This design comes from an exercise in tuning for small area on the open sky130 flow, not from production work.
No activity file was given, so power comes from the tool's default toggle rates.

==> job 5861: inputs <==
// cis_ecc
module cis_ecc (
    input  wire        clk,
    input  wire        rst_n,
    input  wire        wr_valid,
    input  wire [63:0] wr_data,
    input  wire        wr_poison,
    input  wire [15:0] wr_inj,
    output wire         wc_valid,
    output wire  [15:0] wc_check,
    input  wire        rd_valid,
    input  wire [63:0] rd_data,
    input  wire [15:0] rd_check,
    output reg          rr_valid,
    output wire  [63:0] rr_data,
    output wire         rr_ce,
    output wire         rr_ue,
    output wire  [4:0]  rr_sym
);
==> flow/config.mk <==
export PLATFORM = sky130hd
export DESIGN_NAME = cis_ecc
export DESIGN_NICKNAME = cis_ecc
export VERILOG_FILES = /design/flow/design.v
export SDC_FILE = /design/flow/constraint.sdc
export NUM_CORES = 4
export LEC_CHECK = 0
export CAP_MARGIN = 20
export CORE_MARGIN = 2
export CORE_UTILIZATION = 40
export SLEW_MARGIN = 20
==> flow/constraint.sdc <==
create_clock -name core_clock -period 5.5 [get_ports {clk}]
set_input_delay 1.1000 -clock core_clock [delete_from_list [all_inputs] [get_ports {clk}]]
set_output_delay 1.1000 -clock core_clock [all_outputs]
set_load 0.01 [all_outputs]
standard.sh (not shown) runs the stock make flow with config.mk's settings and CLKGATE_MAP_FILE= SYNTH_SCRIPT=/design/flow/synth_recipe.tcl, a recipe that flattens the netlist after the stock synthesis.
==> flow/flow/run.sh <==
#!/bin/bash
# The standard layout with two changes:
#  - synthesis is the standard flow's own script (synth_recipe.tcl, run unchanged), except
#    that its ABC mapping step uses flow/area.abc, an area-oriented mapping;
#  - buf_1 cells as the port buffers (the default pick is a larger, slower
#    delay buffer).
set -euo pipefail
work=$PWD
{
  echo "# synth_recipe.tcl with its abc call pointed at flow/area.abc"
  echo "proc abc {args} {"
  echo "  set i [lsearch -exact \$args -script]"
  echo "  if {\$i >= 0} { lset args [expr {\$i + 1}] $work/flow/area.abc }"
  echo "  yosys abc {*}\$args"
  echo "}"
  cat "$work/synth_recipe.tcl"
} > "$work/own_synth.tcl"
bash standard.sh "SYNTH_SCRIPT=$work/own_synth.tcl" \
  "BUFFER_PORTS_ARGS=-buffer_cell sky130_fd_sc_hd__buf_1" finish > standard_flow.log 2>&1
==> flow/flow/area.abc <==
&get -n
&st
&synch2
&nf -R 1000 -p
&put
==> job 4464: changes against job 5861 <==
--- a/flow/design.v
+++ b/flow/design.v
@@ -454,66 +454,62 @@
     wire rs_220 = rs_59 ^ rs_16;
     wire rs_221 = rs_40 ^ rs_219;
     wire rs_222 = rs_44 ^ rs_220;
     wire rs_223 = rs_221 ^ rs_76;
     wire rs_224 = rs_35 ^ rs_222;
     wire rs_225 = rs_80 ^ rs_223;
     wire rs_226 = rs_224 ^ rs_225;
     wire [15:0] syn_in = {rs_226, rs_217, rs_206, rs_197, rs_186, rs_177, rs_166, rs_155, rs_145, rs_134, rs_124, rs_114, rs_105, rs_99, rs_93, rs_86};
-    wire [3:0] a0 = syn_in[3:0], a1 = syn_in[7:4], a2 = syn_in[11:8], a3 = syn_in[15:12];
-    wire a0i_0 = (a0 == 4'd1) | (a0 == 4'd2) | (a0 == 4'd4) | (a0 == 4'd5) | (a0 == 4'd6) | (a0 == 4'd8) | (a0 == 4'd11) | (a0 == 4'd14);
-    wire a0i_1 = (a0 == 4'd3) | (a0 == 4'd5) | (a0 == 4'd6) | (a0 == 4'd7) | (a0 == 4'd8) | (a0 == 4'd9) | (a0 == 4'd12) | (a0 == 4'd14);
-    wire a0i_2 = (a0 == 4'd3) | (a0 == 4'd4) | (a0 == 4'd6) | (a0 == 4'd7) | (a0 == 4'd8) | (a0 == 4'd10) | (a0 == 4'd11) | (a0 == 4'd13);
-    wire a0i_3 = (a0 == 4'd2) | (a0 == 4'd3) | (a0 == 4'd4) | (a0 == 4'd5) | (a0 == 4'd8) | (a0 == 4'd10) | (a0 == 4'd12) | (a0 == 4'd15);
-    wire [3:0] a0i = {a0i_3, a0i_2, a0i_1, a0i_0};
-    wire q0_0 = a0i[0];
-    wire q1_0 = a0i[1];
-    wire q2_0 = a0i[2];
-    wire q3_0 = a0i[3];
-    wire q0_1 = a0i[3];
-    wire q1_1 = a0i[0] ^ a0i[3];
-    wire q2_1 = a0i[1];
-    wire q3_1 = a0i[2];
-    wire q0_2 = a0i[2];
-    wire q1_2 = a0i[2] ^ a0i[3];
-    wire q2_2 = a0i[0] ^ a0i[3];
-    wire q3_2 = a0i[1];
-    wire q0_3 = a0i[1];
-    wire q1_3 = a0i[1] ^ a0i[2];
-    wire q2_3 = a0i[2] ^ a0i[3];
-    wire q3_3 = a0i[0] ^ a0i[3];
-    wire ri1_0 = (q0_0 & a1[0]) ^ (q0_1 & a1[1]) ^ (q0_2 & a1[2]) ^ (q0_3 & a1[3]);
-    wire ri1_1 = (q1_0 & a1[0]) ^ (q1_1 & a1[1]) ^ (q1_2 & a1[2]) ^ (q1_3 & a1[3]);
-    wire ri1_2 = (q2_0 & a1[0]) ^ (q2_1 & a1[1]) ^ (q2_2 & a1[2]) ^ (q2_3 & a1[3]);
-    wire ri1_3 = (q3_0 & a1[0]) ^ (q3_1 & a1[1]) ^ (q3_2 & a1[2]) ^ (q3_3 & a1[3]);
-    wire ri2_0 = (q0_0 & a2[0]) ^ (q0_1 & a2[1]) ^ (q0_2 & a2[2]) ^ (q0_3 & a2[3]);
-    wire ri2_1 = (q1_0 & a2[0]) ^ (q1_1 & a2[1]) ^ (q1_2 & a2[2]) ^ (q1_3 & a2[3]);
-    wire ri2_2 = (q2_0 & a2[0]) ^ (q2_1 & a2[1]) ^ (q2_2 & a2[2]) ^ (q2_3 & a2[3]);
-    wire ri2_3 = (q3_0 & a2[0]) ^ (q3_1 & a2[1]) ^ (q3_2 & a2[2]) ^ (q3_3 & a2[3]);
-    wire ri3_0 = (q0_0 & a3[0]) ^ (q0_1 & a3[1]) ^ (q0_2 & a3[2]) ^ (q0_3 & a3[3]);
-    wire ri3_1 = (q1_0 & a3[0]) ^ (q1_1 & a3[1]) ^ (q1_2 & a3[2]) ^ (q1_3 & a3[3]);
-    wire ri3_2 = (q2_0 & a3[0]) ^ (q2_1 & a3[1]) ^ (q2_2 & a3[2]) ^ (q2_3 & a3[3]);
-    wire ri3_3 = (q3_0 & a3[0]) ^ (q3_1 & a3[1]) ^ (q3_2 & a3[2]) ^ (q3_3 & a3[3]);
-    reg [3:0] s0, r1, r2, r3;
-    reg nz1, nz2, nz3;
+    reg [15:0] syn;
     reg [63:0] r1_data;
     always @(posedge clk) begin
         if (!rst_n) rr_valid <= 1'b0;
         else        rr_valid <= rd_valid;
         r1_data <= rd_data;
-        s0  <= a0;
-        r1  <= {ri1_3, ri1_2, ri1_1, ri1_0};
-        r2  <= {ri2_3, ri2_2, ri2_1, ri2_0};
-        r3  <= {ri3_3, ri3_2, ri3_1, ri3_0};
-        nz1 <= |a1;
-        nz2 <= |a2;
-        nz3 <= |a3;
+        syn     <= syn_in;
     end
-    wire nz0 = |s0;
+    wire [3:0] s0 = syn[3:0], s1 = syn[7:4], s2 = syn[11:8], s3 = syn[15:12];
+    wire nz0 = |s0, nz1 = |s1, nz2 = |s2, nz3 = |s3;
+    reg [3:0] s0i;
+    always @(*) begin
+        case (s0)
+            4'd0: s0i = 4'd0;
+            4'd1: s0i = 4'd1;
+            4'd2: s0i = 4'd9;
+            4'd3: s0i = 4'd14;
+            4'd4: s0i = 4'd13;
+            4'd5: s0i = 4'd11;
+            4'd6: s0i = 4'd7;
+            4'd7: s0i = 4'd6;
+            4'd8: s0i = 4'd15;
+            4'd9: s0i = 4'd2;
+            4'd10: s0i = 4'd12;
+            4'd11: s0i = 4'd5;
+            4'd12: s0i = 4'd10;
+            4'd13: s0i = 4'd4;
+            4'd14: s0i = 4'd3;
+            4'd15: s0i = 4'd8;
+        endcase
+    end
+    wire r1_0 = (s1[0] & s0i[0]) ^ (s1[1] & s0i[3]) ^ (s1[2] & s0i[2]) ^ (s1[3] & s0i[1]);
+    wire r1_1 = (s1[0] & s0i[1]) ^ (s1[1] & s0i[0]) ^ (s1[1] & s0i[3]) ^ (s1[2] & s0i[2]) ^ (s1[2] & s0i[3]) ^ (s1[3] & s0i[1]) ^ (s1[3] & s0i[2]);
+    wire r1_2 = (s1[0] & s0i[2]) ^ (s1[1] & s0i[1]) ^ (s1[2] & s0i[0]) ^ (s1[2] & s0i[3]) ^ (s1[3] & s0i[2]) ^ (s1[3] & s0i[3]);
+    wire r1_3 = (s1[0] & s0i[3]) ^ (s1[1] & s0i[2]) ^ (s1[2] & s0i[1]) ^ (s1[3] & s0i[0]) ^ (s1[3] & s0i[3]);
+    wire [3:0] r1 = {r1_3, r1_2, r1_1, r1_0};
+    wire r2_0 = (s2[0] & s0i[0]) ^ (s2[1] & s0i[3]) ^ (s2[2] & s0i[2]) ^ (s2[3] & s0i[1]);
+    wire r2_1 = (s2[0] & s0i[1]) ^ (s2[1] & s0i[0]) ^ (s2[1] & s0i[3]) ^ (s2[2] & s0i[2]) ^ (s2[2] & s0i[3]) ^ (s2[3] & s0i[1]) ^ (s2[3] & s0i[2]);
+    wire r2_2 = (s2[0] & s0i[2]) ^ (s2[1] & s0i[1]) ^ (s2[2] & s0i[0]) ^ (s2[2] & s0i[3]) ^ (s2[3] & s0i[2]) ^ (s2[3] & s0i[3]);
+    wire r2_3 = (s2[0] & s0i[3]) ^ (s2[1] & s0i[2]) ^ (s2[2] & s0i[1]) ^ (s2[3] & s0i[0]) ^ (s2[3] & s0i[3]);
+    wire [3:0] r2 = {r2_3, r2_2, r2_1, r2_0};
+    wire r3_0 = (s3[0] & s0i[0]) ^ (s3[1] & s0i[3]) ^ (s3[2] & s0i[2]) ^ (s3[3] & s0i[1]);
+    wire r3_1 = (s3[0] & s0i[1]) ^ (s3[1] & s0i[0]) ^ (s3[1] & s0i[3]) ^ (s3[2] & s0i[2]) ^ (s3[2] & s0i[3]) ^ (s3[3] & s0i[1]) ^ (s3[3] & s0i[2]);
+    wire r3_2 = (s3[0] & s0i[2]) ^ (s3[1] & s0i[1]) ^ (s3[2] & s0i[0]) ^ (s3[2] & s0i[3]) ^ (s3[3] & s0i[2]) ^ (s3[3] & s0i[3]);
+    wire r3_3 = (s3[0] & s0i[3]) ^ (s3[1] & s0i[2]) ^ (s3[2] & s0i[1]) ^ (s3[3] & s0i[0]) ^ (s3[3] & s0i[3]);
+    wire [3:0] r3 = {r3_3, r3_2, r3_1, r3_0};
     wire m0 = nz0 & (r1 == 4'd4) & (r2 == 4'd9) & (r3 == 4'd15);
     wire m1 = nz0 & (r1 == 4'd13) & (r2 == 4'd6) & (r3 == 4'd6);
     wire m2 = nz0 & (r1 == 4'd3) & (r2 == 4'd12) & (r3 == 4'd1);
     wire m3 = nz0 & (r1 == 4'd10) & (r2 == 4'd14) & (r3 == 4'd8);
     wire m4 = nz0 & (r1 == 4'd7) & (r2 == 4'd9) & (r3 == 4'd14);
     wire m5 = nz0 & (r1 == 4'd5) & (r2 == 4'd10) & (r3 == 4'd14);
     wire m6 = nz0 & (r1 == 4'd3) & (r2 == 4'd2) & (r3 == 4'd4);
     wire m7 = nz0 & (r1 == 4'd9) & (r2 == 4'd0) & (r3 == 4'd15);
==> flow/flow/run.sh (replaced) <==
#!/bin/bash
# The standard layout, with buf_1 cells as the port buffers (the standard
# flow's default choice, a delay buffer, is larger and slower).
set -euo pipefail
bash standard.sh "BUFFER_PORTS_ARGS=-buffer_cell sky130_fd_sc_hd__buf_1" finish > standard_flow.log 2>&1
removed: flow/flow/area.abc
==> implementation parameters <==
Parameter                              Value

Pwr
  Clock power share    0.116

Outcome
  Status  timing/DRC/antenna clean

Route
  Wire length reported by the detailed router    28.1 mm
  Routed length on met1    11.5 mm

Layout
  Multi-input comb cells    about 900
  Clkbuf count    9
  Fin cells    1555

Synthesis
  Fraction of synthesized area in multiplexers    0.0136

Die
  Horizontal die dimension    153 um
# the run above: job 4464

==> implementation parameters <==
Parameter                              Value

Synthesis
  Count of warnings emitted by yosys    1
  Syn avg cell area    ~8.7 um2
  Fraction of synthesized area in multiplexers    0.00255

Layout
  Non-clock buffer share    0.112
  Clkbuf count    11
  Fin cells    1452
  Multi-input comb cells    between 800 and 900
  Number of inserted filler cells in the final layout    1954
  Fraction of area in registers    0.176

Clocking
  Worst-case clock buffer depth    2
  TritonCTS buffer count    9

Route
  Via density per instance    slightly below 5
  Routed length on met1    between 10 and 15 mm
  Wire length reported by the detailed router    26.8 mm

Setup path
  Highest cell delay on the worst timing path    0.93 ns

Pwr
  Clock power share    0.101

Die
  Horizontal die dimension    about 140 um
  Effective utilization at floorplan    0.406

Outcome
  Status  timing/DRC/antenna clean
# the run above: job 5861

No functional check of the RTL was part of any run of this note.

## re-timing with driven ports
In the flow no input, the clock included, has a driving cell. The finished layouts below were timed again as built, in two steps.
Step 1: set_driving_cell puts a clkbuf_16 on clk and a buf_2 on each other input, an assumption about the parent block.
Step 2 times the ports against the registers' clock, not the clock port: input delays grow and output delays shrink by t, the midpoint of the rising clock arrivals with the driver on.
Three values: no drivers, after step 1, after step 2; two values: the first two.
run | t (ns) | setup slack, ns | latest minus earliest clock arrival (ns)
job 5861 | 0.392 | 0.609 / 0.567 / 0.959 | 0.009 / 0.008
job 4464 | 0.389 | 0.564 / 0.521 / 0.909 | 0.006 / 0.007
After both steps setup and hold are still met in every run listed.
